From an optimization exercise on the open Yosys and OpenROAD flow, aimed at small area, a short achievable clock period and few clock cycles per item; shortcuts taken in it are not production practice. Only simulation tests tie the RTL to the original design; equivalence was not proved.

==> design.v <==
module wave_codec (
    input  wire        clk,
    input  wire        rst,         
    input  wire        start,       
    input  wire [7:0]  cfg_q,       
    input  wire        cfg_pred2,   
    input  wire        in_valid,
    output wire        in_ready,
    input  wire [31:0] in_sample,   
    output wire        out_valid,
    input  wire        out_ready,
    output wire [7:0]  out_byte
);
    localparam [1:0] S_A   = 2'd0,    
                     S_B   = 2'd1,    
                     S_DIV = 2'd2,    
                     S_W   = 2'd3;    
    reg [1:0]  state;
    reg        rdy;
    reg [12:0] s8;          
    reg [14:0] s8x3;        
    reg        ll;          
    reg        pred2;
    reg [32:0] r1;          
    reg [31:0] xr;          
    reg        neg;
    reg [34:0] dq;          
    reg [12:0] rem;         
    reg [2:0]  lo3;         
    reg [3:0]  cnt;
    reg [34:0] zz;
    reg        ov;
    reg        more;
    wire [15:0] remf = {rem, lo3};
    wire [15:0] h16  = {1'b0, s8, 2'b00};
    wire [15:0] u    = neg ? h16 : remf;
    wire [15:0] v    = neg ? remf : h16;
    wire [32:0] rp   = {xr[31], xr} + {17'd0, v} - {17'd0, u};
    wire [34:0] xs   = {{3{in_sample[31]}}, in_sample};
    wire [34:0] xr35 = {{3{xr[31]}}, xr};
    wire [34:0] r135 = {{2{r1[32]}}, r1};
    wire [34:0] xa   = pred2 ? ~(xr35 << 1) : ~xr35;
    wire [34:0] ra   = pred2 ? r135 : 35'd0;
    wire [34:0] ua   = pred2 ? {18'd0, u, 1'b0} : {19'd0, u};
    wire [34:0] va   = pred2 ? ~{18'd0, v, 1'b0} : ~{19'd0, v};
    wire [34:0] hh   = {19'd0, h16};
    wire [34:0] cs1  = xa ^ ra ^ va;
    wire [34:0] cc1  = {(xa[33:0] & ra[33:0]) | (xa[33:0] & va[33:0]) | (ra[33:0] & va[33:0]), 1'b1};
    wire [34:0] cs2  = cs1 ^ cc1 ^ ua;
    wire [34:0] cc2  = {(cs1[33:0] & cc1[33:0]) | (cs1[33:0] & ua[33:0]) | (cc1[33:0] & ua[33:0]), 1'b0};
    wire [34:0] cs3  = cs2 ^ cc2 ^ hh;
    wire [34:0] cc3  = {(cs2[33:0] & cc2[33:0]) | (cs2[33:0] & hh[33:0]) | (cc2[33:0] & hh[33:0]), 1'b0};
    wire [34:0] cs4  = xs ^ cs3 ^ cc3;
    wire [34:0] cc4  = {(xs[33:0] & cs3[33:0]) | (xs[33:0] & cc3[33:0]) | (cs3[33:0] & cc3[33:0]), ll};
    wire [34:0] w_in = cs4 + cc4;
    wire        neg_b = dq[34];
    wire [33:0] num   = (dq[33:0] ^ {34{neg_b}}) + {33'd0, ~neg_b & ~ll};
    wire [30:0] nq    = num[33:3];
    wire c0  = ~|nq[30:13] & (nq[12:0]  < s8);
    wire c2  = ~|nq[30:15] & (nq[14:2]  < s8);
    wire c4  = ~|nq[30:17] & (nq[16:4]  < s8);
    wire c6  = ~|nq[30:19] & (nq[18:6]  < s8);
    wire c8  = ~|nq[30:21] & (nq[20:8]  < s8);
    wire c12 = ~|nq[30:25] & (nq[24:12] < s8);
    wire o0  = c0;
    wire o2  = c2  & ~c0;
    wire o4  = c4  & ~c2;
    wire o6  = c6  & ~c4;
    wire o8  = c8  & ~c6;
    wire o12 = c12 & ~c8;
    wire o24 = ~c12;
    wire [34:0] dq_al = ll ? {1'b0, num} :
          ({35{o2 }} & {nq[1:0],  33'd0})
        | ({35{o4 }} & {nq[3:0],  31'd0})
        | ({35{o6 }} & {nq[5:0],  29'd0})
        | ({35{o8 }} & {nq[7:0],  27'd0})
        | ({35{o12}} & {nq[11:0], 23'd0})
        | ({35{o24}} & {nq[23:0], 11'd0});
    wire [12:0] rem_al = ll ? 13'd0 :
          ({13{o0 }} & nq[12:0])
        | ({13{o2 }} & nq[14:2])
        | ({13{o4 }} & nq[16:4])
        | ({13{o6 }} & nq[18:6])
        | ({13{o8 }} & nq[20:8])
        | ({13{o12}} & nq[24:12])
        | ({13{o24}} & {6'd0, nq[30:24]});
    wire [3:0] cnt_al =
          ({4{o2 }} & 4'd1) | ({4{o4 }} & 4'd2) | ({4{o6 }} & 4'd3)
        | ({4{o8 }} & 4'd4) | ({4{o12}} & 4'd6) | ({4{o24}} & 4'd12);
    wire to_div = ~ll & ~o0;
    wire [14:0] tt  = {rem, dq[34:33]};
    wire [15:0] d1  = {1'b0, tt} - {3'b0, s8};
    wire [15:0] d2  = {1'b0, tt} - {2'b0, s8, 1'b0};
    wire [15:0] d3  = {1'b0, tt} - {1'b0, s8x3};
    wire        g1  = ~d1[15];
    wire        g2  = ~d2[15];
    wire        g3  = ~d3[15];
    wire [12:0] q2  = g3 ? d3[12:0] : g2 ? d2[12:0] : g1 ? d1[12:0] : tt[12:0];
    wire [34:0] dq_div = {dq[32:0], g2, g3 | (g1 & ~g2)};
    wire last   = ov & out_ready & ~more;
    wire can_ld = ~ov | last;
    wire div_end = (state == S_DIV) & (cnt == 4'd1);
    wire [34:0] zsrc = (state == S_DIV) ? dq_div : dq;
    wire ld_z = can_ld & (div_end | (state == S_W));
    assign in_ready  = rdy;
    assign out_valid = ov;
    assign out_byte  = {more, zz[6:0]};
    wire [12:0] s8_in = cfg_q[5:0] * 13'd125;
    always @(posedge clk) begin
        if (rst) begin
            state <= S_A;
            rdy   <= 1'b1;
            ov    <= 1'b0;
        end else begin
            if (ld_z) begin
                zz   <= {zsrc[33:0], neg};
                more <= |zsrc[33:6];
                ov   <= 1'b1;
            end else if (ov & out_ready) begin
                zz   <= {7'd0, zz[34:7]};
                more <= |zz[34:14];
                if (~more) ov <= 1'b0;
            end
            case (state)
                S_A: begin
                    if (start) begin
                        s8    <= s8_in;
                        s8x3  <= cfg_q[5:0] * 15'd375;
                        ll    <= (cfg_q[5:0] == 6'd0);
                        pred2 <= cfg_pred2;
                        r1    <= 33'd0;
                        xr    <= 32'd0;
                        neg   <= 1'b0;
                        rem   <= {1'b0, s8_in[12:1]};
                        lo3   <= {s8_in[0], 2'b00};
                    end else if (in_valid) begin
                        r1    <= rp;
                        xr    <= in_sample;
                        dq    <= w_in;
                        rdy   <= 1'b0;
                        state <= S_B;
                    end
                end
                S_B: begin
                    neg <= neg_b;
                    lo3 <= ll ? 3'd0 : num[2:0];
                    rem <= rem_al;
                    dq  <= dq_al;
                    cnt <= cnt_al;
                    state <= to_div ? S_DIV : S_W;
                end
                S_DIV: begin
                    rem <= q2;
                    dq  <= dq_div;
                    cnt <= cnt - 4'd1;
                    if (cnt == 4'd1) begin
                        state <= ld_z ? S_A : S_W;
                        rdy   <= ld_z;
                    end
                end
                S_W: begin
                    if (ld_z) begin
                        rdy   <= 1'b1;
                        state <= S_A;
                    end
                end
            endcase
        end
    end
endmodule
==> run.sh <==
#!/bin/bash
# synth_recipe.tcl (not shown) runs the flow's synth.tcl, then flattens the netlist and writes it again
# the make line also repeats each setting of config.mk as NAME=value (left out here)
make -C /OpenROAD-flow-scripts/flow DESIGN_CONFIG=/design/flow/config.mk WORK_HOME=/design/flow/orfs CLKGATE_MAP_FILE= SYNTH_SCRIPT=/design/flow/synth_recipe.tcl finish
==> config.mk <==
export PLATFORM = sky130hd
export DESIGN_NAME = wave_codec
export DESIGN_NICKNAME = wave_codec
export VERILOG_FILES = /design/flow/design.v
export SDC_FILE = /design/flow/constraint.sdc
export NUM_CORES = 4
export LEC_CHECK = 0
export CAP_MARGIN = 20
export CORE_MARGIN = 2
export CORE_UTILIZATION = 40
export PLACE_DENSITY = 0.5
export SLEW_MARGIN = 20
==> constraint.sdc <==
create_clock -name core_clock -period 12.0 [get_ports {clk}]
set_input_delay 2.4000 -clock core_clock [delete_from_list [all_inputs] [get_ports {clk}]]
set_output_delay 2.4000 -clock core_clock [all_outputs]
set_load 0.01 [all_outputs]
==> impl_metrics.tcl, run 1 <==
set metrics [dict create \
    status "timing/DRC/antenna clean" \
    min_path_type "reg2reg" \
    drcViolationCount 0 \
    finalSetupViolCount 0 \
    antennaDiodeCount 0 \
    io_buffers 53 \
    critPathMaxFanout 39 \
    clkTransAtPathRegs_ns 0.08 \
    viasPerCell 5.75 \
    synthFlopType "edfxtp_1" \
    dieWidth_um 248 \
    worst-path-buf-inv 2 \
    rows 89 \
    post-route-period-util_pct 67.5 \
    worst_setup_path_start_kind "register" \
    yosys_warnings 1 \
    cp_data_required_time_ns 12.21 \
    synthTopCellsByArea "edfxtp_1 23%, ha_1 15%, fa_1 10%" \
    num_vias 19900 \
    yosysSeqAreaShare_pct 23.8 \
    rsz0062_at_grt "false" \
    maxSlewHeadroom_pct 29.3 \
    core_area_um2 58900 \
    grt.total_usage_pct 25.2 \
    nFillCells 5825 \
    clk-insertion-delay-late_ns 0.51 \
    final_util_pct 43.6 \
    ys_ff_latch 190 \
    die_height_um 248 \
    wl_per_cell_um 21.9 \
    period_minus_slack_ns 8.10 \
    async_flop_share_pct 0 \
    synth_top_area_cell "edfxtp_1" \
    hpwl_um 58200 \
    avgSynthCellArea_um2 8.84 \
    finalWirelength_um 76000 \
    grt_overflow_total 0 \
    crit_family "simple AND/OR/NAND/NOR gates" \
    cts_buffers 17 \
    final_antenna_net_count 0 \
    grt_pass1_wl_um 117000 \
    cts-htree-levels 4 \
    firstDrtPassIters 6 \
    maxCapViolCount 0 \
    syn2layout_area_growth_pct 7.88 \
    cp-end-kind "register" \
    cts_tree "done" \
    slowest_delay_ns 0.80 \
    start_util_pct 40.4 \
    numClockSinks 190 \
    fmax_ghz 0.123 \
    grt_pass1_vias 19500 \
    cts-resized-gates 0 \
    clock_skew_ns 0.0209 \
    synth_cells 2694 \
    synth.top_cell.area_share_pct 23.5 \
    drive_gt1_share_pct 5.54 \
    syn_nets 3150 \
    gp_congestion 0.910 \
    nets 3134 \
    postCtsHoldBufs 0 \
    fin_setup_tns_ns 0 \
    syn_area_um2 23800 \
    grt_max_degree 76 \
    antenna_found_initial 1 \
    critical_path_class "reg2reg" \
    path_cells "buf_4, or4b_4, o22a_4, nor3_1, a31oi_1, or2_2, xor2_1, inv_1, ha_1, and3_1, a221o_1, a221oi_1, o21ai_0, nor2_1, nand4_1, nand2_1, o221ai_1, a2111oi_0, o22ai_1" \
    hold_viol 0 \
    synth-edff-count 186 \
    crit_path_top_delay_cell "nand4_1" \
    slew_violations 0 \
    boundaryPins 56 \
    synth.distinct_cells 99 \
    worstMarginPinSlew_ns 1.05 \
    drt_iter0_drc 1629 \
    clockBufferDepth 2 \
    post_cts_buffers 0 \
    root_buffer "clkbuf_16" \
    die_area_um2 61500 \
    crit_arrival_ns 8.31 \
]
layout make-up:
type / instances / area, µm² / area share, %
multi-input combinational: 2025 / 16300 / 63.4
sequential: 190 / 5670 / 22.1
inverter: 351 / 1320 / 5.13
tap: 773 / 967 / 3.77
timing repair buffer: 93 / 826 / 3.22
clock buffer: 17 / 425 / 1.66
clock inverter: 15 / 189 / 0.736
cell families (layout without fill, tap and decap cells):
kind of cell / after synthesis / count (layout) / share of synthesized area, %
AOI/OAI and AO/OA: 678 / 678 / 18.7
xor gates and xnor gates: 145 / 145 / 5.37
adders and majority gates: 410 / 410 / 25.4
buffers and inverters: 479 / 476 / 8.04
DFF: 190 / 190 / 23.8
muxes: 98 / 98 / 4.31
and+or+nand+nor: 694 / 694 / 14.4
tightest hold or removal path, cell delays in order (launching register included):
cell	delay [ns]
dfxtp_1	0.33
o21ai_0	0.08
o311ai_0	0.10
metrics by stage:
| step | area, µm² | setup WS (ns) | instances | hold WS [ns] |
|---|---|---|---|---|
| final | 25700 | 3.90 | 3464 | 0.543 |
| after global routing | 25700 | 3.63 | 3464 | 0.590 |
| after CTS | 25700 | 4.17 | 3464 | 0.553 |
| after detailed placement | 25100 | 4.23 | 3432 | 0.514 |
| after global placement | 25100 | 4.21 | 3432 | 0.515 |
| after floorplan | 23800 | 5.33 | 2694 | 0.496 |
cells in the final DEF (no fill, tap or decap), drive strengths merged, types with 13 or more instances in the layout:
cell,n
xor2,57
o21bai,20
or2,13
nand2,178
o22ai,22
nand3,41
o221ai,18
o21ai,148
mux2i,71
nand4,26
edfxtp,186
clkbuf,17
nor2b,28
ha,289
and2,32
inv,356
o211ai,28
fa,121
a31oi,22
a211oi,26
buf,41
clkdlybuf4s50,52
nor3,51
and3,15
a221oi,15
a21o,56
xnor2,88
nor4,24
nand2b,28
nor2,206
a21oi,175
o21a,24
mux2,26
cell usage after synthesis (all sizes together) (28+ instances only):
cell	instances
a21o	56
a21oi	175
and2	32
buf	41
clkbuf	86
edfxtp	186
fa	121
ha	289
inv	349
mux2i	71
nand2	178
nand2b	28
nand3	41
nor2	206
nor2b	28
nor3	51
o211ai	28
o21ai	148
xnor2	88
xor2	57
registers in the layout, indices dropped and copies added, names as in the netlist, 2 cells and up:
name / flops
xr: 32
s8: 13
cnt: 4
s8x3: 14
r1: 33
dq: 35
state: 2
lo3: 3
rem: 13
zz: 35
final timing paths:
path                               end  startpoint  slack, ns  cells after the start
worst max-delay path            rem[8]      dq[34]       3.90                     19
worst min-delay path               rdy         rdy       0.54                      2
worst max register to register  rem[8]      dq[34]       3.90                     19
worst min register to register     rdy         rdy       0.54                      2
layer usage:
| layer | global-route usage, % | wire, µm | vias to the layer above | share of wire [%] |
|---|---|---|---|---|
| met5 | 0 | 0 | - | 0 |
| met4 | 9.44 | 2390 | 0 | 3.1 |
| met3 | 2.79 | 3960 | 110 | 5.2 |
| met2 | 40.4 | 34800 | 612 | 46 |
| met1 | 35.0 | 34800 | 9646 | 46 |
| li1 | - | - | 9552 | - |
Testbench counts, summed over its fixed seeds: cycles 34,142, items 9,600.
==> inputs of run 2 (changes only) <==
--- a/design.v
+++ b/design.v
@@ -13,7 +13,8 @@
 );
-    localparam [1:0] S_A   = 2'd0,    
-                     S_B   = 2'd1,    
-                     S_DIV = 2'd2,    
-                     S_W   = 2'd3;    
-    reg [1:0]  state;
+    localparam [2:0] S_A   = 3'd0,    
+                     S_B   = 3'd1,    
+                     S_DIV = 3'd2,    
+                     S_W   = 3'd3,    
+                     S_I   = 3'd4;    
+    reg [2:0]  state;
     reg        rdy;
@@ -56,3 +57,4 @@
     wire        neg_b = dq[34];
-    wire [33:0] num   = (dq[33:0] ^ {34{neg_b}}) + {33'd0, ~neg_b & ~ll};
+    wire [33:0] winc  = dq[33:0] + {33'd0, ~ll};
+    wire [33:0] num   = neg_b ? ~dq[33:0] : winc;
     wire [30:0] nq    = num[33:3];
@@ -107,3 +109,3 @@
     assign out_byte  = {more, zz[6:0]};
-    wire [12:0] s8_in = cfg_q[5:0] * 13'd125;
+    wire [12:0] s8_in = s8[5:0] * 13'd125;
     always @(posedge clk) begin
@@ -124,6 +126,5 @@
             case (state)
-                S_A: begin
+                S_A, S_I: begin
                     if (start) begin
-                        s8    <= s8_in;
-                        s8x3  <= cfg_q[5:0] * 15'd375;
+                        s8    <= {7'd0, cfg_q[5:0]};
                         ll    <= (cfg_q[5:0] == 6'd0);
@@ -133,4 +134,11 @@
                         neg   <= 1'b0;
+                        rdy   <= 1'b0;
+                        state <= S_I;
+                    end else if (state == S_I) begin
+                        s8    <= s8_in;
+                        s8x3  <= s8[5:0] * 15'd375;
                         rem   <= {1'b0, s8_in[12:1]};
                         lo3   <= {s8_in[0], 2'b00};
+                        rdy   <= 1'b1;
+                        state <= S_A;
                     end else if (in_valid) begin
==> impl_metrics.tcl, run 2 <==
set metrics [dict create \
    status "timing/DRC/antenna clean" \
    clk-insertion-delay-late_ns 0.52 \
    grt_pass1_wl_um 117000 \
    cts-resized-gates 0 \
    final_antenna_net_count 0 \
    drcViolationCount 0 \
    die_height_um 245 \
    fmax_ghz 0.136 \
    avgSynthCellArea_um2 8.99 \
    die_area_um2 59900 \
    syn_nets 3026 \
    holdPathStages 1 \
    synth-edff-count 187 \
    post_cts_buffers 0 \
    r2r-end "dq[34]" \
    cp_data_required_time_ns 12.28 \
    finalWirelength_um 75900 \
    numClockSinks 192 \
    synthFlopType "edfxtp_1" \
    fin_hold_ws_ns 0.471 \
    critPathMaxFanout 10 \
    nets 3009 \
    grt_overflow_total 0 \
    worstMarginPinSlew_ns 1.17 \
    rsz0062_at_grt "false" \
    grt_pass1_vias 19400 \
    synth.top_cell.area_share_pct 24.2 \
    syn_area_um2 23200 \
    cts-htree-levels 4 \
    grt.total_usage_pct 25.7 \
    yosys_warnings 1 \
    io_buffers 53 \
    async_flop_share_pct 0 \
    period_minus_slack_ns 7.33 \
    boundaryPins 56 \
    synth_common_cells "311 x inv_1, 283 x ha_1, 193 x nand2_1" \
    firstDrtPassIters 8 \
    min_path_type "reg2reg" \
    viasPerCell 5.84 \
    r2r-start "s8[5]" \
    layout_common_cells "311 x inv_1, 283 x ha_1, 193 x nand2_1" \
    start_util_pct 40.3 \
    clock_skew_ns 0.0162 \
    cts_tree "done" \
    hold_viol 0 \
    synth_top_area_cell "edfxtp_1" \
    critical_path_class "reg2reg" \
    core_area_um2 57500 \
    place_area_um2 24400 \
    grt_max_degree 92 \
    worst_setup_path_start_kind "register" \
    maxSlewHeadroom_pct 21.3 \
    dieWidth_um 245 \
    antenna_found_initial 2 \
    yosysSeqAreaShare_pct 24.7 \
    drt_iter0_drc 1768 \
    clkTransAtPathRegs_ns 0.09 \
    reg_top3 "dq (35), zz (35), r1 (33)" \
    post-route-period-util_pct 61.1 \
    design_area_um2 25100 \
    synth.most_common_cell "inv_1" \
    num_vias 19500 \
    drive_gt1_share_pct 5.40 \
    postCtsHoldBufs 0 \
    rows 88 \
    reg2reg_slack_ns 4.67 \
    final_common_cell "inv_1" \
    slew_violations 0 \
    ys_ff_latch 192 \
    fin_setup_tns_ns 0 \
    root_buffer "clkbuf_16" \
    hp-start "rdy" \
    synth_cells 2576 \
    clockBufferDepth 2 \
    syn2layout_area_growth_pct 8.33 \
    cts_buffers 17 \
    gp_congestion 0.891 \
    crit_arrival_ns 7.60 \
    ff2ff_path_depth 19 \
    finalSetupViolCount 0 \
    synth.distinct_cells 83 \
    synthTopCellsByArea "edfxtp_1 24%, ha_1 15%, fa_1 10%" \
    maxCapViolCount 0 \
    whs_endpoint "rdy" \
    cp-end-kind "register" \
    nFillCells 5700 \
    wl_per_cell_um 22.7 \
    hpwl_um 57800 \
]
## run 2: cell count changes after synthesis, moves of 15 or more
cell      before  now
inv_1        348  311
a22oi_1       10   32
nor2_1       206  158
nand2_1      176  193
a21oi_1      175  148
a222oi_1       6   21
buf_2          6   24
## run 2: area by class of cell
cell class,count,area [µm²],area share (%)
sequential,192,5720,22.8
clock inverter,14,206,0.823
tap,765,957,3.81
timing repair buffer,95,856,3.41
clock buffer,18,429,1.71
multi-input combinational,1940,15800,62.8
inverter,313,1170,4.68
antenna,1,2.50,0.00997
## run 2: routing by layer
metal	GRT usage, %	vias to the layer above	routed length, µm
met5	0	-	13
met4	7.82	2	1770
met3	4.41	108	4890
met2	40.5	648	34200
met1	36.1	9530	35000
li1	-	9208	-
## run 2: critical path, stage by stage, from the launching register on
cell and delay, ns:
edfxtp_1 0.63, inv_1 0.46, o21ai_0 0.75, mux2i_1 0.20, fa_1 0.52, inv_1 0.05, fa_1 0.44, fa_1 0.47
fa_1 0.52, inv_1 0.06, ha_1 0.32, and3_1 0.23, a31o_2 0.25, a31o_2 0.27, a2111oi_0 0.74, nor2_1 0.13
o21ai_0 0.31, o21ai_0 0.17, xnor2_1 0.21, a221o_1 0.34
## run 2: through the flow
| stage | instances | setup WS (ns) | util [%] |
|---|---|---|---|
| CTS | 3336 | 4.65 | 43.6 |
| detailed placement | 3304 | 4.68 | 42.5 |
| floorplan | 2576 | 3.04 | - |
| global route | 3337 | 4.21 | 43.7 |
| global placement | 3304 | 4.65 | 42.5 |
| finish | 3338 | 4.67 | 43.7 |
## run 2: worst max path at each step
| stage | start | to | depth (start not counted) |
|---|---|---|---|
| 6_report | s8[5] | dq[34] | 19 |
| 5_1_grt | s8[4] | dq[34] | 19 |
| 4_1_cts | s8[4] | dq[34] | 19 |
| 3_5_place_dp | s8[4] | dq[34] | 19 |
| 3_3_place_gp | s8[4] | dq[34] | 19 |
| 2_1_floorplan | start | dq[0] | 4 |
## run 2: cells by family (layout without fill, tap and decap cells)
| logic type | Yosys count | in the layout | share of synthesized area [%] |
|---|---|---|---|
| DFF | 192 | 192 | 24.7 |
| adders and majority gates | 404 | 404 | 25.7 |
| and+or+nand+nor | 640 | 640 | 13.6 |
| xor gates and xnor gates | 139 | 139 | 5.26 |
| other | 0 | 1 | 0 |
| muxes | 88 | 88 | 3.95 |
| AOI/OAI and AO/OA | 669 | 669 | 19.2 |
| buffers and inverters | 444 | 440 | 7.58 |
Testbench counts of run 2, summed over its fixed seeds: cycles 34,190, items 9,600.

-- static timing again, ports no longer ideal --
In the flow no input, the clock included, has a driving cell. The finished layouts below were timed again as built, in two steps.
Step 1 (the two cells are an assumption about what drives the block):
set clk [get_ports {clk}]
set_driving_cell -lib_cell sky130_fd_sc_hd__clkbuf_16 $clk
set_driving_cell -lib_cell sky130_fd_sc_hd__buf_2 [delete_from_list [all_inputs] $clk]
Step 2, shift: input delay + t, output delay - t, t = (earliest + latest rising clock arrival at the registers) / 2. This alone moves slack from input paths to output paths.
Slacks: ideal / step 1 / step 2; pairs: ideal / step 1.
run	shift t [ns]	setup slack, ns	hold slack, ns	worst setup path at the end	slew at the worst register clock pin (ns)
run 1	0.562	3.902 / 3.902 / 3.902	0.543 / 0.543 / 0.543	register to register	0.09 / 0.09
run 2	0.578	4.671 / 4.671 / 4.671	0.471 / 0.471 / 0.471	register to register	0.09 / 0.09
After both steps setup and hold are still met in every run listed.
